Source: an optimization exercise on an open RTL-to-GDS flow (aim: small area, a short achievable clock period and few clock cycles per item). Production flows keep margins and buffers that such runs may drop.
At most, simulation tests tie the RTL to the original design; equivalence was not proved.
The RTL of run 4 was laid out without a check of its function.

==> design/flow/config.mk <==
export PLATFORM = sky130hd
export DESIGN_NAME = xts_line_engine
export DESIGN_NICKNAME = xts_line_engine
export VERILOG_FILES = /design/flow/design.v
export SDC_FILE = /design/flow/constraint.sdc
export NUM_CORES = 8
export LEC_CHECK = 0
export CAP_MARGIN = 30
export CORE_MARGIN = 2
export CORE_UTILIZATION = 45
export CTS_BUF_LIST = sky130_fd_sc_hd__clkbuf_8 sky130_fd_sc_hd__clkbuf_16
export CTS_CLUSTER_SIZE = 25
export PLACE_DENSITY = 0.6
export SLEW_MARGIN = 30
export TNS_END_PERCENT = 0
==> design/flow/flow/setup_margin.txt <==
6.0
==> design/flow/constraint.sdc <==
create_clock -name core_clock -period 10.0 [get_ports {clk}]
set_input_delay 2.0000 -clock core_clock [delete_from_list [all_inputs] [get_ports {clk}]]
set_output_delay 2.0000 -clock core_clock [all_outputs]
set_load 0.01 [all_outputs]
==> design/flow/standard.sh <==
#!/bin/bash
# synth_recipe.tcl (not shown) runs the flow's synth.tcl, then flattens the netlist and writes it again
# the make line also repeats each setting of config.mk as NAME=value (left out here)
make -C /OpenROAD-flow-scripts/flow DESIGN_CONFIG=/design/flow/config.mk WORK_HOME=/design/flow/orfs CLKGATE_MAP_FILE= SYNTH_SCRIPT=/design/flow/synth_recipe.tcl "${@:-finish}"
==> design/flow/design.v <==
module sbox_top (input wire [7:0] a, output wire [17:0] p);
    wire T1 = a[4] ^ a[7];
    wire T2 = a[2] ^ a[7];
    wire T3 = a[1] ^ a[7];
    wire T4 = a[2] ^ a[4];
    wire T6 = a[1] ^ a[3] ^ a[4] ^ a[7];
    wire T8 = a[0] ^ a[1] ^ a[3] ^ a[4] ^ a[7];
    wire T9 = a[0] ^ a[5] ^ a[6];
    wire T10 = a[1] ^ a[3] ^ a[4] ^ a[5] ^ a[6] ^ a[7];
    wire T13 = a[1] ^ a[2] ^ a[4] ^ a[7];
    wire T14 = a[1] ^ a[2] ^ a[3] ^ a[4] ^ a[6] ^ a[7];
    wire T15 = a[1] ^ a[2] ^ a[3] ^ a[6];
    wire T16 = a[1] ^ a[2] ^ a[3] ^ a[5];
    wire T17 = a[0] ^ a[1] ^ a[2] ^ a[3] ^ a[6];
    wire T19 = a[0] ^ a[4] ^ a[5] ^ a[6];
    wire T20 = a[0] ^ a[5] ^ a[6] ^ a[7];
    wire T22 = a[0] ^ a[1] ^ a[5] ^ a[6];
    wire T23 = a[0] ^ a[1] ^ a[2] ^ a[5] ^ a[6] ^ a[7];
    wire T24 = a[1] ^ a[2] ^ a[3] ^ a[4] ^ a[5] ^ a[6];
    wire T25 = a[1] ^ a[2] ^ a[3] ^ a[5] ^ a[7];
    wire T26 = a[2] ^ a[3] ^ a[5] ^ a[7];
    wire T27 = a[2] ^ a[4] ^ a[5] ^ a[7];
    wire U7 = a[0];
    wire M1 = T13 & T6;
    wire M2 = T23 & T8;
    wire M3 = T14 ^ M1;
    wire M4 = T19 & U7;
    wire M5 = M4 ^ M1;
    wire M6 = T3 & T16;
    wire M7 = T22 & T9;
    wire M8 = T26 ^ M6;
    wire M9 = T20 & T17;
    wire M10 = M9 ^ M6;
    wire M11 = T1 & T15;
    wire M12 = T4 & T27;
    wire M13 = M12 ^ M11;
    wire M14 = T2 & T10;
    wire M15 = M14 ^ M11;
    wire M16 = M3 ^ M2;
    wire M17 = M5 ^ T24;
    wire M18 = M8 ^ M7;
    wire M19 = M10 ^ M15;
    wire M20 = M16 ^ M13;
    wire M21 = M17 ^ M15;
    wire M22 = M18 ^ M13;
    wire M23 = M19 ^ T25;
    wire M24 = M22 ^ M23;
    wire M25 = M22 & M20;
    wire M26 = M21 ^ M25;
    wire M27 = M20 ^ M21;
    wire M28 = M23 ^ M25;
    wire M29 = M28 & M27;
    wire M30 = M26 & M24;
    wire M31 = M20 & M23;
    wire M32 = M27 & M31;
    wire M33 = M27 ^ M25;
    wire M34 = M21 & M22;
    wire M35 = M24 & M34;
    wire M36 = M24 ^ M25;
    wire M37 = M21 ^ M29;
    wire M38 = M32 ^ M33;
    wire M39 = M23 ^ M30;
    wire M40 = M35 ^ M36;
    wire M41 = M38 ^ M40;
    wire M42 = M37 ^ M39;
    wire M43 = M37 ^ M38;
    wire M44 = M39 ^ M40;
    wire M45 = M42 ^ M41;
    wire M46 = M44 & T6;
    wire M47 = M40 & T8;
    wire M48 = M39 & U7;
    wire M49 = M43 & T16;
    wire M50 = M38 & T9;
    wire M51 = M37 & T17;
    wire M52 = M42 & T15;
    wire M53 = M45 & T27;
    wire M54 = M41 & T10;
    wire M55 = M44 & T13;
    wire M56 = M40 & T23;
    wire M57 = M39 & T19;
    wire M58 = M43 & T3;
    wire M59 = M38 & T22;
    wire M60 = M37 & T20;
    wire M61 = M42 & T1;
    wire M62 = M45 & T4;
    wire M63 = M41 & T2;
    assign p = {M63, M62, M61, M60, M59, M58, M57, M56, M55, M54, M53, M52, M51, M50, M49, M48, M47, M46};
endmodule
module sbox_bot (input wire [17:0] p, output wire [7:0] y);
    assign y[0] = ~(p[0] ^ p[2] ^ p[3] ^ p[5] ^ p[12] ^ p[13] ^ p[15] ^ p[16]);
    assign y[1] = ~(p[4] ^ p[5] ^ p[7] ^ p[8] ^ p[12] ^ p[13] ^ p[15] ^ p[16]);
    assign y[2] = p[0] ^ p[2] ^ p[3] ^ p[4] ^ p[7] ^ p[8] ^ p[10] ^ p[11] ^ p[12] ^ p[14] ^ p[15] ^ p[16];
    assign y[3] = p[1] ^ p[2] ^ p[4] ^ p[5] ^ p[9] ^ p[10] ^ p[15] ^ p[16];
    assign y[4] = p[0] ^ p[1] ^ p[3] ^ p[4] ^ p[9] ^ p[10] ^ p[15] ^ p[16];
    assign y[5] = ~(p[0] ^ p[2] ^ p[6] ^ p[8] ^ p[12] ^ p[14] ^ p[15] ^ p[17]);
    assign y[6] = ~(p[0] ^ p[1] ^ p[6] ^ p[7] ^ p[9] ^ p[10] ^ p[15] ^ p[16]);
    assign y[7] = p[3] ^ p[4] ^ p[6] ^ p[7] ^ p[9] ^ p[10] ^ p[15] ^ p[16];
endmodule
module aes_sbox (input wire [7:0] a, output wire [7:0] y);
    wire [17:0] p;
    sbox_top u_t (.a(a), .p(p));
    sbox_bot u_b (.p(p), .y(y));
endmodule
module sbox_dual_top (input wire [7:0] a, input wire [7:0] b, input wire dec, output wire [17:0] p);
    wire T1 = dec ? (b[3] ^ b[4]) : (a[4] ^ a[7]);
    wire T2 = dec ? (~(b[6] ^ b[7])) : (a[2] ^ a[7]);
    wire T3 = dec ? (b[0] ^ b[1] ^ b[3] ^ b[4]) : (a[1] ^ a[7]);
    wire T4 = dec ? (~(b[3] ^ b[4] ^ b[6] ^ b[7])) : (a[2] ^ a[4]);
    wire T6 = dec ? (b[2] ^ b[4] ^ b[5] ^ b[6]) : (a[1] ^ a[3] ^ a[4] ^ a[7]);
    wire T8 = dec ? (~(b[4] ^ b[6] ^ b[7])) : (a[0] ^ a[1] ^ a[3] ^ a[4] ^ a[7]);
    wire T9 = dec ? (~(b[0] ^ b[3] ^ b[4])) : (a[0] ^ a[5] ^ a[6]);
    wire T10 = dec ? (b[0] ^ b[3] ^ b[6] ^ b[7]) : (a[1] ^ a[3] ^ a[4] ^ a[5] ^ a[6] ^ a[7]);
    wire T13 = dec ? (~(b[0] ^ b[1] ^ b[6] ^ b[7])) : (a[1] ^ a[2] ^ a[4] ^ a[7]);
    wire T14 = dec ? (~(b[0] ^ b[1] ^ b[2] ^ b[3] ^ b[6] ^ b[7])) : (a[1] ^ a[2] ^ a[3] ^ a[4] ^ a[6] ^ a[7]);
    wire T15 = dec ? (~(b[0] ^ b[1] ^ b[2] ^ b[4] ^ b[6] ^ b[7])) : (a[1] ^ a[2] ^ a[3] ^ a[6]);
    wire T16 = dec ? (~(b[1] ^ b[3] ^ b[5] ^ b[6])) : (a[1] ^ a[2] ^ a[3] ^ a[5]);
    wire T17 = dec ? (b[0] ^ b[1] ^ b[4] ^ b[5] ^ b[6]) : (a[0] ^ a[1] ^ a[2] ^ a[3] ^ a[6]);
    wire T19 = dec ? (~(b[0] ^ b[1] ^ b[4] ^ b[6])) : (a[0] ^ a[4] ^ a[5] ^ a[6]);
    wire T20 = dec ? (~(b[0] ^ b[1] ^ b[3] ^ b[6])) : (a[0] ^ a[5] ^ a[6] ^ a[7]);
    wire T22 = dec ? (~(b[4] ^ b[6])) : (a[0] ^ a[1] ^ a[5] ^ a[6]);
    wire T23 = dec ? (b[4] ^ b[7]) : (a[0] ^ a[1] ^ a[2] ^ a[5] ^ a[6] ^ a[7]);
    wire T24 = dec ? (~(b[0] ^ b[3])) : (a[1] ^ a[2] ^ a[3] ^ a[4] ^ a[5] ^ a[6]);
    wire T25 = dec ? (~(b[3] ^ b[4] ^ b[5])) : (a[1] ^ a[2] ^ a[3] ^ a[5] ^ a[7]);
    wire T26 = dec ? (~(b[0] ^ b[4] ^ b[5] ^ b[6])) : (a[2] ^ a[3] ^ a[5] ^ a[7]);
    wire T27 = dec ? (~(b[1] ^ b[2] ^ b[3] ^ b[4])) : (a[2] ^ a[4] ^ a[5] ^ a[7]);
    wire U7 = dec ? (~(b[2] ^ b[5] ^ b[7])) : (a[0]);
    wire M1 = T13 & T6;
    wire M2 = T23 & T8;
    wire M3 = T14 ^ M1;
    wire M4 = T19 & U7;
    wire M5 = M4 ^ M1;
    wire M6 = T3 & T16;
    wire M7 = T22 & T9;
    wire M8 = T26 ^ M6;
    wire M9 = T20 & T17;
    wire M10 = M9 ^ M6;
    wire M11 = T1 & T15;
    wire M12 = T4 & T27;
    wire M13 = M12 ^ M11;
    wire M14 = T2 & T10;
    wire M15 = M14 ^ M11;
    wire M16 = M3 ^ M2;
    wire M17 = M5 ^ T24;
    wire M18 = M8 ^ M7;
    wire M19 = M10 ^ M15;
    wire M20 = M16 ^ M13;
    wire M21 = M17 ^ M15;
    wire M22 = M18 ^ M13;
    wire M23 = M19 ^ T25;
    wire M24 = M22 ^ M23;
    wire M25 = M22 & M20;
    wire M26 = M21 ^ M25;
    wire M27 = M20 ^ M21;
    wire M28 = M23 ^ M25;
    wire M29 = M28 & M27;
    wire M30 = M26 & M24;
    wire M31 = M20 & M23;
    wire M32 = M27 & M31;
    wire M33 = M27 ^ M25;
    wire M34 = M21 & M22;
    wire M35 = M24 & M34;
    wire M36 = M24 ^ M25;
    wire M37 = M21 ^ M29;
    wire M38 = M32 ^ M33;
    wire M39 = M23 ^ M30;
    wire M40 = M35 ^ M36;
    wire M41 = M38 ^ M40;
    wire M42 = M37 ^ M39;
    wire M43 = M37 ^ M38;
    wire M44 = M39 ^ M40;
    wire M45 = M42 ^ M41;
    wire M46 = M44 & T6;
    wire M47 = M40 & T8;
    wire M48 = M39 & U7;
    wire M49 = M43 & T16;
    wire M50 = M38 & T9;
    wire M51 = M37 & T17;
    wire M52 = M42 & T15;
    wire M53 = M45 & T27;
    wire M54 = M41 & T10;
    wire M55 = M44 & T13;
    wire M56 = M40 & T23;
    wire M57 = M39 & T19;
    wire M58 = M43 & T3;
    wire M59 = M38 & T22;
    wire M60 = M37 & T20;
    wire M61 = M42 & T1;
    wire M62 = M45 & T4;
    wire M63 = M41 & T2;
    assign p = {M63, M62, M61, M60, M59, M58, M57, M56, M55, M54, M53, M52, M51, M50, M49, M48, M47, M46};
endmodule
module sbox_dual_bot (input wire [17:0] p, input wire dec, output wire [7:0] y);
    assign y[0] = dec ? (p[9] ^ p[11] ^ p[15] ^ p[17]) : (~(p[0] ^ p[2] ^ p[3] ^ p[5] ^ p[12] ^ p[13] ^ p[15] ^ p[16]));
    assign y[1] = dec ? (p[3] ^ p[4] ^ p[6] ^ p[7] ^ p[12] ^ p[13] ^ p[15] ^ p[16]) : (~(p[4] ^ p[5] ^ p[7] ^ p[8] ^ p[12] ^ p[13] ^ p[15] ^ p[16]));
    assign y[2] = dec ? (p[0] ^ p[1] ^ p[4] ^ p[5] ^ p[6] ^ p[8] ^ p[12] ^ p[13] ^ p[15] ^ p[16]) : (p[0] ^ p[2] ^ p[3] ^ p[4] ^ p[7] ^ p[8] ^ p[10] ^ p[11] ^ p[12] ^ p[14] ^ p[15] ^ p[16]);
    assign y[3] = dec ? (p[0] ^ p[2] ^ p[4] ^ p[5] ^ p[6] ^ p[7] ^ p[10] ^ p[11] ^ p[12] ^ p[13] ^ p[15] ^ p[17]) : (p[1] ^ p[2] ^ p[4] ^ p[5] ^ p[9] ^ p[10] ^ p[15] ^ p[16]);
    assign y[4] = dec ? (p[0] ^ p[2] ^ p[6] ^ p[8] ^ p[12] ^ p[13] ^ p[15] ^ p[16]) : (p[0] ^ p[1] ^ p[3] ^ p[4] ^ p[9] ^ p[10] ^ p[15] ^ p[16]);
    assign y[5] = dec ? (p[1] ^ p[2] ^ p[3] ^ p[4] ^ p[6] ^ p[8] ^ p[10] ^ p[11] ^ p[12] ^ p[14] ^ p[15] ^ p[16]) : (~(p[0] ^ p[2] ^ p[6] ^ p[8] ^ p[12] ^ p[14] ^ p[15] ^ p[17]));
    assign y[6] = dec ? (p[1] ^ p[2] ^ p[3] ^ p[4] ^ p[6] ^ p[8] ^ p[9] ^ p[10] ^ p[13] ^ p[14] ^ p[15] ^ p[17]) : (~(p[0] ^ p[1] ^ p[6] ^ p[7] ^ p[9] ^ p[10] ^ p[15] ^ p[16]));
    assign y[7] = dec ? (p[3] ^ p[5] ^ p[6] ^ p[8] ^ p[12] ^ p[13] ^ p[15] ^ p[16]) : (p[3] ^ p[4] ^ p[6] ^ p[7] ^ p[9] ^ p[10] ^ p[15] ^ p[16]);
endmodule
module round_s1 (
    input  wire [127:0] x,
    input  wire         dec,
    output wire [287:0] mid
);
    wire [127:0] sr, isr;
    genvar i;
    generate
        for (i = 0; i < 16; i = i + 1) begin : g_sr
            assign sr[127-8*i -: 8]  = x[127-8*((i%4) + 4*(((i/4) + (i%4)) % 4)) -: 8];
            assign isr[127-8*i -: 8] = x[127-8*((i%4) + 4*(((i/4) + 4 - (i%4)) % 4)) -: 8];
        end
        for (i = 0; i < 16; i = i + 1) begin : g
            sbox_dual_top u (.a(sr[8*i +: 8]), .b(isr[8*i +: 8]), .dec(dec), .p(mid[18*i +: 18]));
        end
    endgenerate
endmodule
module round_s2 (
    input  wire [287:0] mid,
    input  wire         dec,
    input  wire         last,
    input  wire [127:0] k,
    output wire [127:0] y
);
    wire [127:0] ua, mc;
    genvar i;
    generate
        for (i = 0; i < 16; i = i + 1) begin : g_sb
            sbox_dual_bot u (.p(mid[18*i +: 18]), .dec(dec), .y(ua[8*i +: 8]));
        end
        for (i = 0; i < 4; i = i + 1) begin : g_mc
            aes_mixcol_dual u (.a(ua[127-32*i -: 32]), .dec(dec), .y(mc[127-32*i -: 32]));
        end
    endgenerate
    assign y = (last ? ua : mc) ^ k;
endmodule
module aes_xtime (
    input  wire [7:0] a,
    output wire [7:0] y
);
    assign y = {a[6:0], 1'b0} ^ (a[7] ? 8'h1b : 8'h00);
endmodule
module aes_mixcol_dual (
    input  wire [31:0] a,
    input  wire        dec,
    output wire [31:0] y
);
    wire [7:0] a0 = a[31:24];
    wire [7:0] a1 = a[23:16];
    wire [7:0] a2 = a[15:8];
    wire [7:0] a3 = a[7:0];
    wire [7:0] u0, u1, v0, v1;
    aes_xtime x_u0 (.a(a0 ^ a2), .y(u0));
    aes_xtime x_u1 (.a(u0), .y(u1));
    aes_xtime x_v0 (.a(a1 ^ a3), .y(v0));
    aes_xtime x_v1 (.a(v0), .y(v1));
    wire [7:0] p = dec ? u1 : 8'h00;
    wire [7:0] q = dec ? v1 : 8'h00;
    wire [7:0] b0 = a0 ^ p;
    wire [7:0] b1 = a1 ^ q;
    wire [7:0] b2 = a2 ^ p;
    wire [7:0] b3 = a3 ^ q;
    wire [7:0] x0, x1, x2, x3;
    aes_xtime u_x0 (.a(b0), .y(x0));
    aes_xtime u_x1 (.a(b1), .y(x1));
    aes_xtime u_x2 (.a(b2), .y(x2));
    aes_xtime u_x3 (.a(b3), .y(x3));
    assign y[31:24] = x0 ^ x1 ^ b1 ^ b2 ^ b3;
    assign y[23:16] = b0 ^ x1 ^ x2 ^ b2 ^ b3;
    assign y[15:8]  = b0 ^ b1 ^ x2 ^ x3 ^ b3;
    assign y[7:0]   = x0 ^ b0 ^ b1 ^ b2 ^ x3;
endmodule
module aes_mixcol (
    input  wire [31:0] a,
    output wire [31:0] y
);
    wire [7:0] a0 = a[31:24];
    wire [7:0] a1 = a[23:16];
    wire [7:0] a2 = a[15:8];
    wire [7:0] a3 = a[7:0];
    wire [7:0] x0, x1, x2, x3;
    aes_xtime u_x0 (.a(a0), .y(x0));
    aes_xtime u_x1 (.a(a1), .y(x1));
    aes_xtime u_x2 (.a(a2), .y(x2));
    aes_xtime u_x3 (.a(a3), .y(x3));
    assign y[31:24] = x0 ^ x1 ^ a1 ^ a2 ^ a3;
    assign y[23:16] = a0 ^ x1 ^ x2 ^ a2 ^ a3;
    assign y[15:8]  = a0 ^ a1 ^ x2 ^ x3 ^ a3;
    assign y[7:0]   = x0 ^ a0 ^ a1 ^ a2 ^ x3;
endmodule
module eround_s1 (
    input  wire [127:0] x,
    output wire [287:0] mid
);
    genvar i;
    generate
        for (i = 0; i < 16; i = i + 1) begin : g
            sbox_top u (.a(x[8*i +: 8]), .p(mid[18*i +: 18]));
        end
    endgenerate
endmodule
module eround_s2 (
    input  wire [287:0] mid,
    input  wire         last,
    input  wire [127:0] k,
    output wire [127:0] y
);
    wire [127:0] sb, sr, mc;
    genvar i;
    generate
        for (i = 0; i < 16; i = i + 1) begin : g_sb
            sbox_bot u (.p(mid[18*i +: 18]), .y(sb[8*i +: 8]));
        end
        for (i = 0; i < 16; i = i + 1) begin : g_sr
            assign sr[127-8*i -: 8] = sb[127-8*((i%4) + 4*(((i/4) + (i%4)) % 4)) -: 8];
        end
        for (i = 0; i < 4; i = i + 1) begin : g_mc
            aes_mixcol u (.a(sr[127-32*i -: 32]), .y(mc[127-32*i -: 32]));
        end
    endgenerate
    assign y = (last ? sr : mc) ^ k;
endmodule
module aes_inv_mixcol (
    input  wire [31:0] a,
    output wire [31:0] y
);
    wire [7:0] u0, u1, v0, v1;
    aes_xtime x_u0 (.a(a[31:24] ^ a[15:8]), .y(u0));
    aes_xtime x_u1 (.a(u0), .y(u1));
    aes_xtime x_v0 (.a(a[23:16] ^ a[7:0]), .y(v0));
    aes_xtime x_v1 (.a(v0), .y(v1));
    aes_mixcol u_m (.a(a ^ {u1, v1, u1, v1}), .y(y));
endmodule
module key_step_a (
    input  wire [255:0] k,
    input  wire         inv,
    input  wire         rot,
    output wire [71:0]  p
);
    wire [31:0] w   = inv ? k[159:128] : k[31:0];
    wire [31:0] sin = rot ? {w[23:0], w[31:24]} : w;
    sbox_top u_s0 (.a(sin[31:24]), .p(p[71:54]));
    sbox_top u_s1 (.a(sin[23:16]), .p(p[53:36]));
    sbox_top u_s2 (.a(sin[15:8]),  .p(p[35:18]));
    sbox_top u_s3 (.a(sin[7:0]),   .p(p[17:0]));
endmodule
module key_step_sub (
    input  wire [71:0] p,
    output wire [31:0] s
);
    sbox_bot u_s0 (.p(p[71:54]), .y(s[31:24]));
    sbox_bot u_s1 (.p(p[53:36]), .y(s[23:16]));
    sbox_bot u_s2 (.p(p[35:18]), .y(s[15:8]));
    sbox_bot u_s3 (.p(p[17:0]),  .y(s[7:0]));
endmodule
module key_step_next (
    input  wire [255:0] k,
    input  wire [31:0]  s,
    input  wire         inv,
    input  wire [7:0]   rcon,
    output wire [255:0] kn
);
    wire [31:0] w0 = k[255:224];
    wire [31:0] w1 = k[223:192];
    wire [31:0] w2 = k[191:160];
    wire [31:0] w3 = k[159:128];
    wire [31:0] w4 = k[127:96];
    wire [31:0] w5 = k[95:64];
    wire [31:0] w6 = k[63:32];
    wire [31:0] w7 = k[31:0];
    wire [31:0] t  = s ^ {rcon, 24'h0};
    wire [31:0] c1 = w0 ^ w1;
    wire [31:0] c2 = c1 ^ w2;
    wire [31:0] c3 = c2 ^ w3;
    wire [31:0] n0 = w0 ^ t;
    wire [31:0] n1 = c1 ^ t;
    wire [31:0] n2 = c2 ^ t;
    wire [31:0] n3 = c3 ^ t;
    wire [31:0] p0 = w4 ^ t;
    wire [31:0] p1 = w5 ^ w4;
    wire [31:0] p2 = w6 ^ w5;
    wire [31:0] p3 = w7 ^ w6;
    assign kn = inv ? {p0, p1, p2, p3, k[255:128]} : {k[127:0], n0, n1, n2, n3};
endmodule
module xts_line_engine (
    input  wire         clk,
    input  wire         rst,
    input  wire         in_valid,
    output wire         in_ready,
    input  wire         in_decrypt,
    input  wire [255:0] in_key1,
    input  wire [255:0] in_key2,
    input  wire [39:0]  in_line,
    input  wire [47:0]  in_gen,
    input  wire [511:0] in_data,
    output wire         out_valid,
    input  wire         out_ready,
    output wire [511:0] out_data
);
    function automatic [127:0] bswap128(input [127:0] x);
        integer b;
        begin
            for (b = 0; b < 16; b = b + 1)
                bswap128[8*b +: 8] = x[8*(15-b) +: 8];
        end
    endfunction
    function automatic [255:0] bswap256(input [255:0] x);
        integer b;
        begin
            for (b = 0; b < 32; b = b + 1)
                bswap256[8*b +: 8] = x[8*(31-b) +: 8];
        end
    endfunction
    function automatic [127:0] mul_a(input [127:0] t);
        mul_a = {t[126:0], 1'b0} ^ {120'h0, (t[127] ? 8'h87 : 8'h00)};
    endfunction
    function automatic [127:0] mul_ainv(input [127:0] u);
        reg [127:0] v;
        begin
            v = u ^ {120'h0, (u[0] ? 8'h87 : 8'h00)};
            mul_ainv = {u[0], v[127:1]};
        end
    endfunction
    function automatic [7:0] rcon_of(input [3:0] i);
        rcon_of = i[0] ? 8'h00 : (8'h01 << i[3:1]);
    endfunction
    reg  [4:0]   dcnt;       
    reg  [4:0]   tcnt;       
    reg          has_n;      
    reg          t_done;     
    reg          d_valid;    
    reg          out_full;   
    reg          sw1;        
    reg          wr1;        
    reg          ld1;        
    reg          in_rdy;
    reg          n_dec;      
    reg          d_dec;      
    reg          go;         
    reg          en;         
    reg          ldsel;      
    reg          dec1;       
    reg          last2;      
    reg          en_b, ldsel_b, dec1_b, last2_b, dec2_b;
    reg  [511:0] buffer;     
    reg  [511:0] obuf;       
    reg  [255:0] k1c;        
    reg  [255:0] k1n;        
    reg  [255:0] k2;         
    reg  [127:0] tc;         
    reg  [127:0] tr2;        
    reg  [287:0] tr1;        
    reg  [71:0]  ks1;        
    reg  [3:0]   ks_i;
    reg  [71:0]  kc1;        
    reg  [3:0]   kc_i;
    reg  [127:0] rk0;        
    assign in_ready  = in_rdy;
    assign out_valid = out_full;
    assign out_data  = obuf;
    wire acc  = in_valid & in_rdy;
    wire take = out_full & out_ready;
    wire d0   = (dcnt == 5'd0);
    wire ldn  = go & has_n;
    wire wr   = go & d_valid;
    wire tact = has_n & ~t_done;
    wire [4:0] dcnt_n     = d0 ? {4'd0, go} : ((dcnt == 5'd27) ? 5'd0 : dcnt + 5'd1);
    wire       d0_n       = (dcnt_n == 5'd0);
    wire       has_n_n    = acc | (has_n & ~ldn);
    wire       t_done_n   = ~(acc | ldn) & (t_done | (tact & (tcnt == 5'd27)));
    wire       d_valid_n  = go ? has_n : d_valid;
    wire       out_full_n = wr1 | (out_full & ~take);
    wire       n_dec_n    = in_rdy ? in_decrypt : n_dec;
    wire       d_dec_n    = ldn ? n_dec : d_dec;
    wire       go_n       = d0_n & ~(d_valid_n & out_full_n) &
                            ((has_n_n & t_done_n) | (d_valid_n & ~has_n_n));
    always @(posedge clk) begin
        en_b    <= ~d0_n | go_n;
        ldsel_b <= (dcnt_n[4:1] == 4'd0);
        dec1_b  <= d0_n ? n_dec_n : d_dec_n;
        last2_b <= d0_n | (dcnt_n == 5'd27);
        dec2_b  <= d_dec_n;
    end
    always @(posedge clk) begin
        if (rst) begin
            dcnt     <= 5'd0;
            tcnt     <= 5'd0;
            has_n    <= 1'b0;
            t_done   <= 1'b0;
            d_valid  <= 1'b0;
            out_full <= 1'b0;
            sw1      <= 1'b0;
            wr1      <= 1'b0;
            ld1      <= 1'b0;
            in_rdy   <= 1'b1;
            n_dec    <= 1'b0;
            d_dec    <= 1'b0;
            go       <= 1'b0;
            en       <= 1'b0;
            ldsel    <= 1'b1;
            dec1     <= 1'b0;
            last2    <= 1'b1;
        end else begin
            dcnt     <= dcnt_n;
            has_n    <= has_n_n;
            t_done   <= t_done_n;
            d_valid  <= d_valid_n;
            out_full <= out_full_n;
            sw1      <= go;
            wr1      <= wr;
            ld1      <= ldn;
            in_rdy   <= ~has_n_n;
            n_dec    <= n_dec_n;
            d_dec    <= d_dec_n;
            go       <= go_n;
            en       <= ~d0_n | go_n;
            ldsel    <= (dcnt_n[4:1] == 4'd0);
            dec1     <= d0_n ? n_dec_n : d_dec_n;
            last2    <= d0_n | (dcnt_n == 5'd27);
            if (acc)
                tcnt <= 5'd1;
            else if (tact)
                tcnt <= tcnt + 5'd1;
        end
    end
    wire [127:0] tweak_in = bswap128({40'h0, in_gen, in_line});
    wire [255:0] key1_in  = bswap256(in_key1);
    wire [255:0] key2_in  = bswap256(in_key2);
    wire [287:0] te_mid;
    wire [127:0] te_y;
    eround_s1 u_te1 (.x(in_rdy ? (tweak_in ^ key2_in[255:128]) : tr2), .mid(te_mid));
    eround_s2 u_te2 (.mid(tr1), .last(tcnt == 5'd27), .k(k2[127:0]), .y(te_y));
    wire [71:0]  ks_p;
    wire [31:0]  ks_s;
    wire [255:0] k2_next, k1n_next;
    wire [3:0]   ks_idx = in_rdy ? 4'd0 : tcnt[4:1];
    key_step_a    u_ksa (.k(in_rdy ? key2_in : (tcnt[0] ? k1n : k2)), .inv(1'b0),
                         .rot(in_rdy | ~ks_idx[0]), .p(ks_p));
    key_step_sub  u_kss (.p(ks1), .s(ks_s));
    key_step_next u_kn2 (.k(k2),  .s(ks_s), .inv(1'b0), .rcon(rcon_of(ks_i)), .kn(k2_next));
    key_step_next u_kn1 (.k(k1n), .s(ks_s), .inv(1'b0), .rcon(rcon_of(ks_i)), .kn(k1n_next));
    wire [127:0] tn = bswap128(tr2);
    always @(posedge clk) begin
        tr1  <= te_mid;
        ks1  <= ks_p;
        ks_i <= ks_idx;
        if (tact & tcnt[0])
            tr2 <= te_y;
        else if (go)
            tr2 <= bswap128(mul_a(tn));
        if (in_rdy) begin
            k2  <= key2_in;
            k1n <= key1_in;
        end else begin
            if (tact & tcnt[0] & (tcnt != 5'd27))
                k2 <= k2_next;
            if (tact & ~tcnt[0] & (tcnt != 5'd0) & n_dec)
                k1n <= k1n_next;
        end
    end
    wire [127:0] k1c_hi = k1c[255:128];
    wire [127:0] k1c_hi_imc;
    genvar c;
    generate
        for (c = 0; c < 4; c = c + 1) begin : g_kimc
            aes_inv_mixcol u (.a(k1c_hi[127-32*c -: 32]), .y(k1c_hi_imc[127-32*c -: 32]));
        end
    endgenerate
    wire [127:0] rk2 = d_dec ? (last2 ? k1c_hi : k1c_hi_imc) : k1c[127:0];
    always @(posedge clk)
        rk0 <= n_dec ? k1n[127:0] : k1n[255:128];
    wire [127:0] tn2 = mul_a(mul_a(tn));
    wire [127:0] tc2 = mul_a(mul_a(tc));
    wire [127:0] r2_0, r2_1;
    wire [127:0] res0 = bswap128(r2_0) ^ tc;
    wire [127:0] res1 = bswap128(r2_1) ^ tc2;
    data_unit u_d0 (
        .clk(clk), .en(en), .ldsel(ldsel),
        .ld(bswap128(buffer[127:0]) ^ (bswap128(tn) ^ rk0)),
        .dec1(dec1), .dec2(d_dec), .last2(last2), .rk(rk2), .r2(r2_0)
    );
    data_unit u_d1 (
        .clk(clk), .en(en_b), .ldsel(ldsel_b),
        .ld(bswap128(buffer[383:256]) ^ (bswap128(tn2) ^ rk0)),
        .dec1(dec1_b), .dec2(dec2_b), .last2(last2_b), .rk(rk2), .r2(r2_1)
    );
    wire [3:0]   kc_q   = dcnt[4:1];
    wire [3:0]   kc_idx = d_dec ? (4'd12 - kc_q) : kc_q;
    wire [71:0]  kc_p;
    wire [31:0]  kc_s;
    wire [255:0] k1c_next;
    key_step_a    u_kca (.k(k1c), .inv(d_dec), .rot(~kc_idx[0]), .p(kc_p));
    key_step_sub  u_kcs (.p(kc1), .s(kc_s));
    key_step_next u_kcn (.k(k1c), .s(kc_s), .inv(d_dec), .rcon(rcon_of(kc_i)), .kn(k1c_next));
    always @(posedge clk) begin
        kc1  <= kc_p;
        kc_i <= kc_idx;
        if (ldn)
            k1c <= k1n;
        else if (~dcnt[0] & ~d0)
            k1c <= k1c_next;
        if (go)
            tc <= mul_a(tc);
        else if (ld1)
            tc <= mul_ainv(tn);
    end
    always @(posedge clk) begin
        if (in_rdy) begin
            buffer <= in_data;
        end else if (go) begin
            buffer[127:0]   <= buffer[255:128];
            buffer[383:256] <= buffer[511:384];
        end
    end
    always @(posedge clk) begin
        if (wr | wr1) begin
            obuf[127:0]   <= obuf[255:128];
            obuf[255:128] <= res0;
            obuf[383:256] <= obuf[511:384];
            obuf[511:384] <= res1;
        end
    end
endmodule
module data_unit (
    input  wire         clk,
    input  wire         en,
    input  wire         ldsel,
    input  wire [127:0] ld,
    input  wire         dec1,
    input  wire         dec2,
    input  wire         last2,
    input  wire [127:0] rk,
    output reg  [127:0] r2
);
    reg  [287:0] r1;
    wire [287:0] mid;
    wire [127:0] y;
    round_s1 u_s1 (.x(ldsel ? ld : r2), .dec(dec1), .mid(mid));
    round_s2 u_s2 (.mid(r1), .dec(dec2), .last(last2), .k(rk), .y(y));
    always @(posedge clk) begin
        if (en) begin
            r1 <= mid;
            r2 <= y;
        end
    end
endmodule
==> design/flow/flow/run.sh <==
#!/bin/bash
# Layout flow: the standard flow (standard.sh), with the standard
# synthesis run first and unchanged, then the layout steps with:
#  - the port buffers (every input and output still gets one) made from
#    sky130_fd_sc_hd__buf_2 instead of the default choice.
# Each make run's output goes to its own log file here.
set -euo pipefail
MARGIN=$(cat flow/setup_margin.txt)
bash standard.sh synth > synth.log 2>&1
bash standard.sh SETUP_SLACK_MARGIN=$MARGIN "BUFFER_PORTS_ARGS=-buffer_cell sky130_fd_sc_hd__buf_2" finish > layout.log 2>&1
==> notes.md, run 1 <==
top_reg_cell synth=edfxtp_1; final-report max-slew violation count=0; setup slack, reg-to-reg=~5.3 ns; drt first pass iters=7; cell accounting for the most synthesized area=edfxtp_1; worst-path fanout max=11; Final Wtd Congestion=1.06; post-layout net count=roughly 28,000; initial antenna violation count=about 310; syn nets=25,800; # IOs=1,631; synthesized flop and latch total=~3,500; Root Driver=clkbuf_16; status=timing/DRC/antenna clean; Core ar.=between 0.5 and 0.6 mm²; Die Ht=between 700 and 800 µm; crit share post-route=0.474; Cell Area, Synth=around 0.27 mm²; # DRC=0; Worst-Skew Late Latency=roughly 1.1 ns; sequential cell area=0.0985 mm²; Crit Path Class=flop to flop; max_cap viols=0; WP data arrival=5.64 ns; die width=between 700 and 800 µm; Worst setup SP type=flop; post-synthesis cell type count=124; WP buf/inv=1; count leader, synth=xnor2_1; FMAX=between 0.2 and 0.25 GHz; total negative slack=0 ns; Max stage delay on crit path=0.70 ns; routed via count=210,000; P&R area growth vs syn=21.3%; dpl cells=about 34,000; I/O Buffers=roughly 1,600; Sink Count=3,477; Synth Instances=between 20,000 and 25,000; area occupied by multi-input gates=about 0.18 mm²; RSZ-0062 raised after global routing=yes; final WL=1320 mm; placed cell areas=between 0.2 and 0.3 mm²; min-delay worst type=flop to flop; total track usage=0.418; CP max-delay cell=edfxtp_1; clock slew at reported path FFs=approximately 0.060 ns; Warnings, synthesis=2; global-route wire length before repair=~1700 mm; vias in the first global route=192,000; Num CTS Buffers=410; initial DRC count=29,400; Worst Path Required=~11 ns; CTS Buffer Depth=4; Post-synth top cells=5,746 x xnor2_1, 2,880 x edfxtp_1, 2,740 x xor2_1; Setup crit end kind=flop; H-tree lvl count=5; Hold Fails Final Rpt=0; CP delay by family, top=XOR/XNOR gates; share of layout cells above drive strength 1=0.250; post-route cell area=0.326 mm²; Post-synth EDFFs=2,880; Synth top area share=0.322; gr ovfl total=0; routed wire length per instance=36.7 µm; worst path cell trace=xor3_2, buf_12, mux2_2, xnor3_1, mux2i_1, xnor2_2, mux2i_1, xor2_1, xnor3_2, and2_1, nand2b_1, a31oi_1, o21ai_1, a21oi_1; largest net degree at the start of global routing=180; FFs w/ async S/R, synth=0; cts hold-fix bufs=0; Initial Util=0.452; Tmin final=roughly 4.7 ns; fin cells=between 30,000 and 40,000; DRT antenna net count=0; synth top area cells=edfxtp_1 32%, xnor2_1 19%, xor2_1 8.9%, dfxtp_1 4.4%, xnor3_1 4.2%; Finish-stage setup viols=0; cell row count=about 280; Slew @ Worst Pin=roughly 1.3 ns; HPWL reported at the end of detailed placement=about 1100 mm; register area share after synthesis=0.366; worst hold slack=between 0.4 and 0.5 ns; Crit path top cell by count=mux2i_1; synthesized area per cell=roughly 11 µm²; Via density=~5.8; max_slew headroom=0.138; fill count=roughly 52,000; final clock skew=0.128 ns; CTS tree=done; Die Area=between 0.6 and 0.7 mm²
-- kinds of logic after synthesis --
| logic type | share of synthesized area |
|---|---|
| xor gates and xnor gates | 0.370 |
| and+or+nand+nor | 0.0783 |
| DFF | 0.366 |
| AOI/OAI and AO/OA | 0.0759 |
| muxes | 0.0858 |
| buffers and inverters | 0.0218 |
| adders and majority gates | 0.00167 |
-- sequential cells by signal (all words and copies together) (netlist names), 256 cells and up --
register	count
buffer	512
obuf	512
tr1	288
u_d0.r1	288
u_d1.r1	288
k1c	256
k1n	256
k2	256
-- area by class of cell --
| cell class | count | area share |
|---|---|---|
| Timing Repair inverter | 1 | 0.0000269 |
| Timing Repair Buffer | 3264 | 0.0751 |
| Antenna cell | 662 | 0.00508 |
| Multi-Input combinational cell | 19900 | 0.542 |
| Inverter | 169 | 0.00216 |
| Clock inverter | 318 | 0.00998 |
| Tap cell | 7837 | 0.0301 |
| Sequential cell | 3477 | 0.302 |
| Clock buffer | 454 | 0.0338 |
-- path summary, 6_finish.rpt --
kind | from | endpoint | cells after the start
max | buffer[305] | u_d1.r1[33] | 14
min reg2reg | obuf[142] | obuf[14] | 0
min | obuf[142] | obuf[14] | 0
max reg2reg | buffer[305] | u_d1.r1[33] | 14
-- per-stage QoR --
step	setup WS, ns	util
floorplan	4.00	-
global placement	3.39	0.483
detailed placement	3.37	0.484
CTS	5.39	0.528
global route	5.30	0.548
finish	5.26	0.548
-- repair_timing --
item | CTS | global route
setup endpoints to repair | 1451 | 1427
resized for setup | 807 | 821
pin swaps | 74 | 170
gates cloned | 13 | 16
buffers inserted | 550 | 491
-- layout by cell type, fill, tap and decap left out, drive strengths merged, types with 34 or more instances in the layout --
cell / count
o211ai: 191
mux2: 928
a211oi: 231
nor3b: 46
xor3: 344
nand2b: 160
diode: 662
or2: 78
xnor2: 6035
nand3: 128
mux4: 49
a21boi: 70
inv: 263
a21oi: 918
nor2b: 154
a31oi: 46
bufinv: 40
clkbuf: 462
and2: 158
buf: 3251
clkinv: 159
o22ai: 107
nor3: 185
xor2: 2807
or3: 51
o21ai: 1287
nor2: 1977
o31ai: 39
o21a: 45
mux2i: 935
and3: 54
nand2: 1821
xnor3: 500
maj3: 37
a211o: 34
dfxtp: 597
a21o: 59
edfxtp: 2880
a22oi: 53
-- layer usage --
| metal | global-route usage | up-vias | part of all wire |
|---|---|---|---|
| met3 | 0.120 | 2699 | 0.12 |
| met1 | 0.520 | 105000 | 0.37 |
| met5 | 0 | - | 0.00041 |
| met2 | 0.595 | 12500 | 0.41 |
| li1 | - | 90600 | - |
| met4 | 0.362 | 86 | 0.10 |
Testbench counts, summed over its fixed seeds: cycles 7,664, lines 256.
==> run 2: changes to the inputs <==
--- a/design/flow/config.mk
+++ b/design/flow/config.mk
@@ -8,8 +8,6 @@
 export CAP_MARGIN = 30
 export CORE_MARGIN = 2
 export CORE_UTILIZATION = 45
-export CTS_BUF_LIST = sky130_fd_sc_hd__clkbuf_8 sky130_fd_sc_hd__clkbuf_16
-export CTS_CLUSTER_SIZE = 25
 export PLACE_DENSITY = 0.6
 export SLEW_MARGIN = 30
 export TNS_END_PERCENT = 0
==> run 2 against run 1 <==
Final area shrank 0.18%; clock skew grew 0.0016 ns; global-route usage is essentially flat; clock-buffer cell count grew 79; area after synthesis is the same.
==> notes.md, run 2 <==
status=timing/DRC/antenna clean; initial DRC count=29,600 (+0.83%); WP data arrival=5.51 ns (-0.13 ns); RSZ-0062 raised after global routing=yes; DRT antenna net count=0 (unchanged); reg2reg start=u_d1.r1[159]; Worst Path Required=10.80 ns (-0.10 ns); FMAX=0.212 GHz (+0.41%); CP delay by family, top=XOR/XNOR gates; Post-synth top cells=5,746 x xnor2_1, 2,880 x edfxtp_1, 2,740 x xor2_1; biggest regs=buffer (512), obuf (512); routed wire length per instance=36.7 µm (about the same); HPWL reported at the end of detailed placement=1060 mm (unchanged); Num CTS Buffers=410 (unchanged); final WL=1320 mm (about the same); hold path start=obuf[142]; Finish-stage setup viols=0 (unchanged); Synth Instances=24,700 (unchanged); share of layout cells above drive strength 1=0.247 (-0.00219); Final Wtd Congestion=1.06 (unchanged); # IOs=1,631 (unchanged); Crit Path Class=flop to flop; # DRC=0 (unchanged); register area share after synthesis=0.366 (unchanged); max_cap viols=0 (unchanged); crit share post-route=0.472 (-0.00195); Tmin final=4.72 ns (-0.0195 ns); drt first pass iters=9 (+2); Core ar.=0.595 mm² (unchanged); cell accounting for the most synthesized area=edfxtp_1; total track usage=0.418 (about the same); CP max-delay cell=xnor2_2; Hold Path Sink=obuf[14]; Root Driver=clkbuf_16; syn nets=25,800 (unchanged); Max stage delay on crit path=0.60 ns (-0.10 ns); P&R area growth vs syn=21.0%; WP buf/inv=0 (-1); Synth top area share=0.322 (unchanged); worst path cell trace=xnor2_2, xnor2_1, xnor2_1, a21oi_1, xnor2_2, xnor2_1, nand2_1, xnor2_1, xnor3_1, xnor2_1, xnor2_1, mux2i_2, xnor2_1; Slew @ Worst Pin=1.22 ns (-0.0740 ns); synthesized flop and latch total=3,477 (unchanged); fill count=52,500 (+0.15%); Sink Count=3,477 (unchanged); Die Ht=777 µm (unchanged); setup slack, reg-to-reg=5.28 ns (+0.02 ns); vias in the first global route=193,000 (+0.075%); cell row count=283 (unchanged); Warnings, synthesis=2 (unchanged); post-layout net count=28,300 (-0.092%); most common cell after layout, fill and taps aside=xnor2_1; CTS Buffer Depth=4 (unchanged); cts hold-fix bufs=0 (unchanged); Die Area=0.603 mm² (unchanged); initial antenna violation count=320 (+2.9%); Setup crit end kind=flop; post-synthesis cell type count=124 (unchanged); count leader, synth=xnor2_1; Cell Area, Synth=0.269 mm² (unchanged); gr ovfl total=0 (unchanged); most frequent cells in the layout=5,200 x xnor2_1, 2,880 x edfxtp_1, 2,501 x xor2_1, 1,960 x nor2_1, 1,802 x nand2_1; reg2reg path depth=13 (-1); largest net degree at the start of global routing=180 (unchanged); Worst-Skew Late Latency=1.12 ns (about the same); dpl cells=33,600 (unchanged); min-delay worst type=flop to flop; top_reg_cell synth=edfxtp_1; final clock skew=0.130 ns (+0.00165 ns); I/O Buffers=1,630 (unchanged); Initial Util=0.452 (unchanged); Crit path top cell by count=xnor2_1; H-tree lvl count=5 (unchanged); max_slew headroom=0.184 (+0.0465); FFs w/ async S/R, synth=0 (unchanged); fin cells=36,100 (+0.033%); Hold Fails Final Rpt=0 (unchanged); routed via count=211,000 (+0.081%); die width=777 µm (unchanged); Post-synth EDFFs=2,880 (unchanged); synth top area cells=edfxtp_1 32%, xnor2_1 19%, xor2_1 8.9%, dfxtp_1 4.4%, xnor3_1 4.2%; global-route wire length before repair=1710 mm (about the same); CTS tree=done; RR Endpoint=u_d1.r2[65]; Min-Delay Path Depth=0 (unchanged); final-report max-slew violation count=0 (unchanged); clock slew at reported path FFs=0.06 ns (about the same); Via density=5.83 (about the same); worst-path fanout max=7 (-4); total negative slack=0 ns (unchanged); Worst setup SP type=flop; synthesized area per cell=10.9 µm² (unchanged)
-- run 2: what timing repair did --
action | 4_1_cts | 5_1_grt
setup buffers | 551 | 462
setup endpoints to repair | 1451 | 1428
pin swaps | 74 | 161
gates cloned | 13 | 17
resized for setup | 806 | 749
-- run 2: kinds of logic after synthesis --
group	after synthesis	share of synthesized area
adder cells (fa/ha/maj)	43	0.00167
multiplexers	1912	0.0858
buffers and inverters	1304	0.0218
flip-flops	3477	0.366
AND/OR/NAND/NOR	4908	0.0783
AO/OA/AOI/OAI	3367	0.0759
XOR/XNOR	9675	0.370
-- run 2: routing by layer --
layer	track usage	routed length, µm	vias to the layer above
met4	0.360	138000	88
li1	-	-	90600
met1	0.520	485000	105000
met2	0.595	548000	12700
met5	0	859	-
met3	0.118	153000	2745
-- run 2: worst max-delay path by stage --
| stage | start | end | slack, ns | depth (start not counted) |
|---|---|---|---|---|
| 2_1_floorplan | dcnt[1] | k1c[0] | 4.00 | 9 |
| 3_3_place_gp | in_gen[33] | tr1[121] | 3.39 | 12 |
| 3_5_place_dp | in_gen[33] | tr1[121] | 3.37 | 12 |
| 4_1_cts | tr2[50] | u_d1.r1[53] | 5.39 | 17 |
| 5_1_grt | buffer[300] | u_d1.r1[116] | 5.30 | 15 |
| 6_report | u_d1.r1[159] | u_d1.r2[65] | 5.28 | 13 |
-- run 2: cell type report --
cell class,count,area (µm²),share of cell area
antenna,700,1750,0.00538
clock buffer,533,11300,0.0348
clock inverter,239,2960,0.00909
inverter,169,704,0.00217
multi-input combinational,19900,176000,0.541
sequential,3477,98500,0.303
tap,7837,9810,0.0301
timing repair buffer,3237,24200,0.0744
timing repair inverter,1,8.76,0.0000269
-- run 2: per-stage QoR --
step	cell area (µm²)	utilization	worst slack, ns	hold WS [ns]
2_1_floorplan	269000	-	4.00	0.379
3_3_place_gp	287000	0.483	3.39	0.436
3_5_place_dp	288000	0.484	3.37	0.429
4_1_cts	314000	0.528	5.39	0.419
5_1_grt	325000	0.547	5.30	0.446
6_report	325000	0.547	5.28	0.435
==> run 3: changes to the inputs <==
--- a/design/flow/config.mk
+++ b/design/flow/config.mk
@@ -8,6 +8,6 @@
 export CAP_MARGIN = 30
 export CORE_MARGIN = 2
 export CORE_UTILIZATION = 45
-export PLACE_DENSITY = 0.6
+export PLACE_DENSITY = 0.7
 export SLEW_MARGIN = 30
 export TNS_END_PERCENT = 0
==> run 3 against run 2 <==
Now fails the layout checks on max-capacitance violations, max-slew violations; clock-buffer cell count increased by 9; die area is the same; clock skew rose by 0.0020 ns; synthesized cell count stayed put; sequential cell count stayed put; setup slack worse by 0.011 ns; global-route usage rose by 0.48 points; register-to-register slack about the same; largest cell class unchanged.
==> notes.md, run 3 <==
gr ovfl total=0 (unchanged); Crit Path Class=flop to flop; CTS tree=done; Hold Fails Final Rpt=0 (unchanged); register area share after synthesis=0.366 (unchanged); Slew @ Worst Pin=1.61 ns (+0.392 ns); Finish-stage setup viols=0 (unchanged); Final Wtd Congestion=1.08 (+1.9%); most common cell after layout, fill and taps aside=xnor2_1; Cell Area, Synth=0.269 mm² (unchanged); Post-synth top cells=5,746 x xnor2_1, 2,880 x edfxtp_1, 2,740 x xor2_1; Die Area=0.603 mm² (unchanged); Initial Util=0.452 (unchanged); HPWL reported at the end of detailed placement=1070 mm (+0.82%); Via density=5.93 (+1.6%); Post-synth EDFFs=2,880 (unchanged); top_reg_cell synth=edfxtp_1; vias in the first global route=196,000 (+1.7%); crit share post-route=0.473 (+0.00106); Synth Instances=24,700 (unchanged); worst hold slack=0.412 ns (-0.0227 ns); Worst-Skew Late Latency=1.13 ns (about the same); post-synthesis cell type count=124 (unchanged); status=failed layout checks; drt first pass iters=7 (-2); Worst Path Required=10.81 ns (about the same); max_slew headroom=-0.0752 (-0.260); Setup crit end kind=flop; # IOs=1,631 (unchanged); RSZ-0062 raised after global routing=yes; Synth top area share=0.322 (unchanged); final clock skew=0.132 ns (+0.00204 ns); synthesized area per cell=10.9 µm² (unchanged); worst-path fanout max=3 (-4); dpl cells=33,600 (+0.0030%); routed via count=217,000 (+2.9%); synthesized flop and latch total=3,477 (unchanged); FFs w/ async S/R, synth=0 (unchanged); initial DRC count=31,500 (+6.3%); Worst setup SP type=flop; most frequent cells in the layout=5,001 x xnor2_1, 2,880 x edfxtp_1, 2,424 x xor2_1, 1,951 x nor2_1, 1,791 x nand2_1; cell accounting for the most synthesized area=edfxtp_1; Tmin final=4.73 ns (+0.0106 ns); count leader, synth=xnor2_1; Sink Count=3,477 (unchanged); layout check failures=max-capacitance violations, max-slew violations; fin cells=36,600 (+1.3%); Warnings, synthesis=2 (unchanged); max_cap viols=1 (+1); initial antenna violation count=307 (-4.1%); WP data arrival=5.54 ns (+0.03 ns); P&R area growth vs syn=24.5%; post-layout net count=28,800 (+1.6%); syn nets=25,800 (unchanged); total track usage=0.423 (+0.00476); biggest regs=buffer (512), obuf (512); die width=777 µm (unchanged); min-delay worst type=flop to flop; FMAX=0.212 GHz (-0.22%); total negative slack=0 ns (unchanged); Num CTS Buffers=409 (-0.24%); CTS Buffer Depth=4 (unchanged); share of layout cells above drive strength 1=0.278 (+0.0310); H-tree lvl count=5 (unchanged); Root Driver=clkbuf_16; final WL=1350 mm (+2.1%); final-report max-slew violation count=3 (+3); cell row count=283 (unchanged); final core utilization=0.563 (+0.0156); DRT antenna net count=0 (unchanged); Core ar.=0.595 mm² (unchanged); synth top area cells=edfxtp_1 32%, xnor2_1 19%, xor2_1 8.9%, dfxtp_1 4.4%, xnor3_1 4.2%; global-route wire length before repair=1730 mm (+1.2%); routed wire length per instance=37.0 µm (+0.82%); cts hold-fix bufs=0 (unchanged); Die Ht=777 µm (unchanged); I/O Buffers=1,630 (unchanged); setup slack, reg-to-reg=5.27 ns (about the same); # DRC=0 (unchanged); clock slew at reported path FFs=0.06 ns (about the same); largest net degree at the start of global routing=195 (+8.3%)
==> run 3: cell counts after synthesis <==
Identical to the previous run, type by type.
==> run 3: repair_timing <==
item	in CTS	in global routing
resized for setup	1047	1341
hold endpoints to repair	0	0
pin swaps	117	369
cloned	16	41
buffers inserted	633	826
endpoints found under the setup margin	1890	1600
==> run 3: cell families after synthesis <==
| family | count (synthesis) | share of synthesized area |
|---|---|---|
| buffers and inverters | 1304 | 0.0218 |
| AND/OR/NAND/NOR | 4908 | 0.0783 |
| multiplexers | 1912 | 0.0858 |
| AO/OA/AOI/OAI | 3367 | 0.0759 |
| adder cells (fa/ha/maj) | 43 | 0.00167 |
| flip-flops | 3477 | 0.366 |
| XOR/XNOR | 9675 | 0.370 |
==> run 3: metal layers <==
| layer | share of wire | up-vias | global-route usage |
|---|---|---|---|
| li1 | - | 91500 | - |
| met1 | 0.35 | 107000 | 0.516 |
| met2 | 0.41 | 14700 | 0.589 |
| met3 | 0.13 | 3259 | 0.140 |
| met4 | 0.11 | 112 | 0.387 |
| met5 | 0.00059 | - | 0 |
==> run 3: final cells by class <==
class / count / area, µm²
fill: 50500 / 260000
multi-input combinational: 19900 / 181000
sequential: 3477 / 98500
timing repair buffer: 3695 / 28600
clock buffer: 542 / 11500
tap: 7837 / 9810
clock inverter: 230 / 2630
antenna: 688 / 1720
inverter: 169 / 732
timing repair inverter: 1 / 11.3
==> run 3: critical path, stage by stage (launching register included) <==
cell and delay, ns:
dfxtp_1 0.35, xor2_1 0.35, xnor2_1 0.24, xor2_1 0.38, xor2_1 0.74, xor2_2 0.91
xor2_1 0.27, xnor2_2 0.92, xnor2_1 0.20, a21boi_0 0.10
==> run 3: per-stage QoR <==
stage	setup slack [ns]	instance area (µm²)
floorplan	4.00	269000
global placement	3.47	287000
detailed placement	3.84	288000
CTS	5.47	316000
global route	5.43	334000
finish	5.27	335000
==> run 3: path summary, 6_finish.rpt <==
kind / from / endpoint / cells past startpoint
max: ks1[69] / k2[28] / 9
min: obuf[488] / obuf[360] / 0
max reg2reg: ks1[69] / k2[28] / 9
min reg2reg: obuf[488] / obuf[360] / 0
==> run 4: changes to the inputs <==
--- a/design/flow/design.v
+++ b/design/flow/design.v
@@ -304,9 +304,10 @@
     input  wire [287:0] mid,
     input  wire         last,
     input  wire [127:0] k,
+    output wire [127:0] sb,
     output wire [127:0] y
 );
-    wire [127:0] sb, sr, mc;
+    wire [127:0] sr, mc;
     genvar i;
     generate
         for (i = 0; i < 16; i = i + 1) begin : g_sb
@@ -451,8 +452,7 @@
     reg  [127:0] tc;         
     reg  [127:0] tr2;        
     reg  [287:0] tr1;        
-    reg  [71:0]  ks1;        
-    reg  [3:0]   ks_i;
+    reg  [3:0]   ks_i;       
     reg  [71:0]  kc1;        
     reg  [3:0]   kc_i;
     reg  [127:0] rk0;        
@@ -527,23 +527,22 @@
     wire [127:0] tweak_in = bswap128({40'h0, in_gen, in_line});
     wire [255:0] key1_in  = bswap256(in_key1);
     wire [255:0] key2_in  = bswap256(in_key2);
+    wire [3:0]   ks_idx = tcnt[4:1];
+    wire         ks_rot = ~ks_idx[0];
+    wire [31:0]  k2_w   = ks_rot ? {k2[23:0], k2[31:24]} : k2[31:0];
+    wire [31:0]  k1n_w  = ks_rot ? {k1n[23:0], k1n[31:24]} : k1n[31:0];
+    wire [127:0] te_x   = in_rdy  ? (tweak_in ^ key2_in[255:128]) :
+                          tcnt[0] ? {tr2[127:64], k1n_w, k2_w} : tr2;
     wire [287:0] te_mid;
-    wire [127:0] te_y;
-    eround_s1 u_te1 (.x(in_rdy ? (tweak_in ^ key2_in[255:128]) : tr2), .mid(te_mid));
-    eround_s2 u_te2 (.mid(tr1), .last(tcnt == 5'd27), .k(k2[127:0]), .y(te_y));
-    wire [71:0]  ks_p;
-    wire [31:0]  ks_s;
+    wire [127:0] te_sb, te_y;
+    eround_s1 u_te1 (.x(te_x), .mid(te_mid));
+    eround_s2 u_te2 (.mid(tr1), .last(tcnt == 5'd27), .k(k2[127:0]), .sb(te_sb), .y(te_y));
     wire [255:0] k2_next, k1n_next;
-    wire [3:0]   ks_idx = in_rdy ? 4'd0 : tcnt[4:1];
-    key_step_a    u_ksa (.k(in_rdy ? key2_in : (tcnt[0] ? k1n : k2)), .inv(1'b0),
-                         .rot(in_rdy | ~ks_idx[0]), .p(ks_p));
-    key_step_sub  u_kss (.p(ks1), .s(ks_s));
-    key_step_next u_kn2 (.k(k2),  .s(ks_s), .inv(1'b0), .rcon(rcon_of(ks_i)), .kn(k2_next));
-    key_step_next u_kn1 (.k(k1n), .s(ks_s), .inv(1'b0), .rcon(rcon_of(ks_i)), .kn(k1n_next));
+    key_step_next u_kn2 (.k(k2),  .s(te_sb[31:0]),  .inv(1'b0), .rcon(rcon_of(ks_i)), .kn(k2_next));
+    key_step_next u_kn1 (.k(k1n), .s(te_sb[63:32]), .inv(1'b0), .rcon(rcon_of(ks_i)), .kn(k1n_next));
     wire [127:0] tn = bswap128(tr2);
     always @(posedge clk) begin
         tr1  <= te_mid;
-        ks1  <= ks_p;
         ks_i <= ks_idx;
         if (tact & tcnt[0])
             tr2 <= te_y;
@@ -553,9 +552,9 @@
             k2  <= key2_in;
             k1n <= key1_in;
         end else begin
-            if (tact & tcnt[0] & (tcnt != 5'd27))
+            if (tact & ~tcnt[0])
                 k2 <= k2_next;
-            if (tact & ~tcnt[0] & (tcnt != 5'd0) & n_dec)
+            if (tact & ~tcnt[0] & n_dec)
                 k1n <= k1n_next;
         end
     end
--- a/design/flow/config.mk
+++ b/design/flow/config.mk
@@ -8,6 +8,6 @@
 export CAP_MARGIN = 30
 export CORE_MARGIN = 2
 export CORE_UTILIZATION = 45
-export PLACE_DENSITY = 0.7
+export PLACE_DENSITY = 0.6
 export SLEW_MARGIN = 30
 export TNS_END_PERCENT = 0
==> run 4 against run 3 <==
First-iteration DRC count decreased by 1.8%; critical path depth increased by 6; fmax increased by 3.7%; sequential share of layout area increased by 0.067 points; now clean on timing, DRC and antenna; non-clock buffer count increased by 18; wire length decreased by 2.2%; area after synthesis decreased by 2.4%; sequential cell count decreased by 72; highest routed layer unchanged.
==> notes.md, run 4 <==
most frequent cells in the layout=4,856 x xnor2_1, 2,880 x edfxtp_1, 2,349 x xor2_1, 1,888 x nand2_1, 1,783 x nor2_1; Core ar.=0.581 mm² (-2.2%); routed wire length per instance=36.7 µm (-0.86%); reg2reg start=buffer[88]; CP endpoint=u_d0.r1[150]; fill count=49,800 (-1.4%); count leader, synth=xnor2_1; initial antenna violation count=259 (-16%); # DRC=0 (unchanged); setup slack, reg-to-reg=5.44 ns (+0.17 ns); Via density=5.92 (about the same); final clock skew=0.125 ns (-0.00703 ns); total track usage=0.424 (+0.000777); Max stage delay on crit path=0.61 ns (-0.31 ns); drt first pass iters=7 (unchanged); Crit path top cell by count=mux2i_2; HPWL reported at the end of detailed placement=1050 mm (-2.0%); Synth Instances=24,400 (-1.2%); Worst Path Required=10.90 ns (+0.09 ns); worst hold slack=0.411 ns (-0.00155 ns); global route hottest layer=met2; critical path depth=15 (+6); Crit Path Class=flop to flop; initial DRC count=30,900 (-1.8%); H-tree lvl count=5 (unchanged); Die Area=0.589 mm² (-2.4%); sequential cell area=0.0971 mm² (-1.5%); worst path cell trace=xor3_1, mux2i_2, buf_6, xnor3_2, buf_4, xnor2_1, mux2i_2, nor2_2, xnor2_2, xor3_2, and2_1, mux2_2, a21oi_1, o21ai_1, a211oi_2; synth top area cells=edfxtp_1 33%, xnor2_1 19%, xor2_1 9.0%, mux2_2 4.0%, dfxtp_1 4.0%; final WL=1320 mm (-2.2%); CP delay by family, top=XOR/XNOR gates; post-layout net count=28,500 (-1.1%); post-synthesis cell type count=122 (-1.6%); CP max-delay cell=edfxtp_1; crit share post-route=0.456 (-0.0167); global-route wire length before repair=1700 mm (-1.9%); FMAX=0.219 GHz (+3.7%); Num CTS Buffers=400 (-2.2%); P&R area growth vs syn=25.4%; total negative slack=0 ns (unchanged); max_cap viols=0 (-1); Post-synth top cells=5,688 x xnor2_1, 2,880 x edfxtp_1, 2,687 x xor2_1; final-report max-slew violation count=0 (-3); Hold Fails Final Rpt=0 (unchanged); WP data arrival=5.46 ns (-0.08 ns); Sink Count=3,405 (-2.1%); RSZ-0062 raised after global routing=yes; CTS tree=done; Post-synth EDFFs=2,880 (unchanged); Root Driver=clkbuf_16; Die Ht=768 µm (-1.2%); Cell Area, Synth=0.262 mm² (-2.4%); Initial Util=0.451 (-0.000753); WP buf/inv=2 (+2); gr ovfl total=0 (unchanged); Setup crit end kind=flop; M1 GR Usage=0.551 (+0.0348); Synth top area share=0.330 (+0.00792); cell row count=280 (-1.1%); min-delay worst type=flop to flop; CTS Buffer Depth=4 (unchanged); I/O Buffers=1,630 (unchanged); most common cell after layout, fill and taps aside=xnor2_1; met3 global-route usage=0.121 (-0.0181); max_slew headroom=0.207 (+0.282); area occupied by multi-input gates=0.177 mm² (-2.0%); die width=768 µm (-1.2%); worst-path fanout max=6 (+3); # IOs=1,631 (unchanged); Finish-stage setup viols=0 (unchanged); RR Endpoint=u_d0.r1[150]; Worst-Skew Late Latency=1.11 ns (-0.02 ns); reg2reg path depth=15 (+6); vias in the first global route=190,000 (-3.0%); Tmin final=4.56 ns (-0.167 ns); synthesized area per cell=10.8 µm² (-1.3%); top_reg_cell synth=edfxtp_1; Min-Delay Path Depth=0 (unchanged); clock slew at reported path FFs=0.06 ns (about the same); Final Wtd Congestion=1.12 (+4.5%); DRT antenna net count=0 (unchanged); critical path startpoint=buffer[88]; syn nets=25,500 (-1.1%); Warnings, synthesis=2 (unchanged); status=timing/DRC/antenna clean; cell accounting for the most synthesized area=edfxtp_1; Slew @ Worst Pin=1.19 ns (-0.426 ns); synthesized flop and latch total=3,405 (-2.1%); Worst setup SP type=flop; FFs w/ async S/R, synth=0 (unchanged); share of layout cells above drive strength 1=0.282 (+0.00383); met2 global-route usage=0.581 (-0.00769); register area share after synthesis=0.370 (+0.00352); largest net degree at the start of global routing=215 (+10%); biggest regs=buffer (512), obuf (512); routed via count=214,000 (-1.4%)
[run 4: cell types whose count changed in the layout (fill, tap and decap cells not counted), moves of 75 or more]
cell / change
diode_2: -83
nand2_1: +97
xor2_1: -75
nor2_1: -168
dfxtp_1: -78
xnor2_1: -145
o21ai_0: +183
a21oi_1: -109
[run 4: layer usage]
metal / share of wire / up-vias
met5: 0.00063 / -
met4: 0.10 / 96
met3: 0.13 / 2988
met2: 0.40 / 14000
met1: 0.37 / 106000
li1: - / 90400
[run 4: metrics by stage]
step / worst slack, ns / instance area (µm²) / util / std cells
floorplan: 3.73 / 262000 / - / 24400
global placement: 3.13 / 281000 / 0.483 / 33200
detailed placement: 3.46 / 282000 / 0.485 / 33200
CTS: 5.49 / 311000 / 0.536 / 34600
global route: 5.41 / 329000 / 0.565 / 35900
finish: 5.44 / 329000 / 0.566 / 36100
[run 4: area by class of cell]
type / instances / area share
clock buffers: 491 / 0.0324
clock inverters: 258 / 0.0104
flip-flops and latches: 3405 / 0.295
well taps: 7755 / 0.0295
inverters: 185 / 0.00238
repair inverters: 1 / 0.0000342
repair buffers: 3713 / 0.0864
diodes: 605 / 0.00460
multi-input cells: 19700 / 0.539
[run 4: kinds of logic after synthesis]
logic type,share of synthesized area
compound gates,0.0817
xor+xnor,0.365
simple gates,0.0788
fa+ha+maj,0.000849
flops,0.370
mux,0.0818
buf+inv,0.0224
[run 4: repair_timing]
| action | in CTS | in global routing |
|---|---|---|
| hold buffers | 0 | 0 |
| pin swaps | 148 | 386 |
| resized for setup | 1259 | 1370 |
| gates cloned | 12 | 30 |
| buffers inserted | 655 | 791 |
| hold endpoints to repair | 0 | 0 |
| setup endpoints to repair | 1940 | 1443 |
[run 4: worst min path at each step]
stage,from,slack (ns),to
final,obuf[194],0.41,obuf[66]
after global routing,tcnt[4],0.42,ks_i[3]
after CTS,tcnt[4],0.41,ks_i[3]
after detailed placement,tcnt[4],0.40,ks_i[3]
after global placement,tcnt[4],0.39,ks_i[3]
after floorplan,tcnt[4],0.37,ks_i[3]

==> afterwards: timing with drivers on the ports <==
No port has a modelled driver above. Below, the same layouts with a new extraction and two added sets of constraints.
Step 1 assumes that a clkbuf_16 drives the clock port and a buf_2 every other input.
Step 2, shift: input delay + t, output delay - t, t = (earliest + latest rising clock arrival at the registers) / 2. This alone moves slack from input paths to output paths.
Slacks: ideal / step 1 / step 2; pairs: ideal / step 1.
run	t, ns	setup WS [ns]	worst setup path at the end	latest minus earliest clock arrival (ns)	worst data-port slew with drivers (ns)
run 1	1.204	5.265 / 5.147 / 4.179	input to register	0.156 / 0.156	0.33
run 2	1.204	5.284 / 5.203 / 4.159	input to register	0.156 / 0.155	0.30
run 3	1.222	5.274 / 5.246 / 4.313	input to register	0.132 / 0.132	0.44
run 4	1.188	5.441 / 5.396 / 4.516	input to register	0.132 / 0.131	0.36
The setup slack of run 2, which loses most, moves by -0.081 ns with the drivers and by -1.125 ns with both steps.
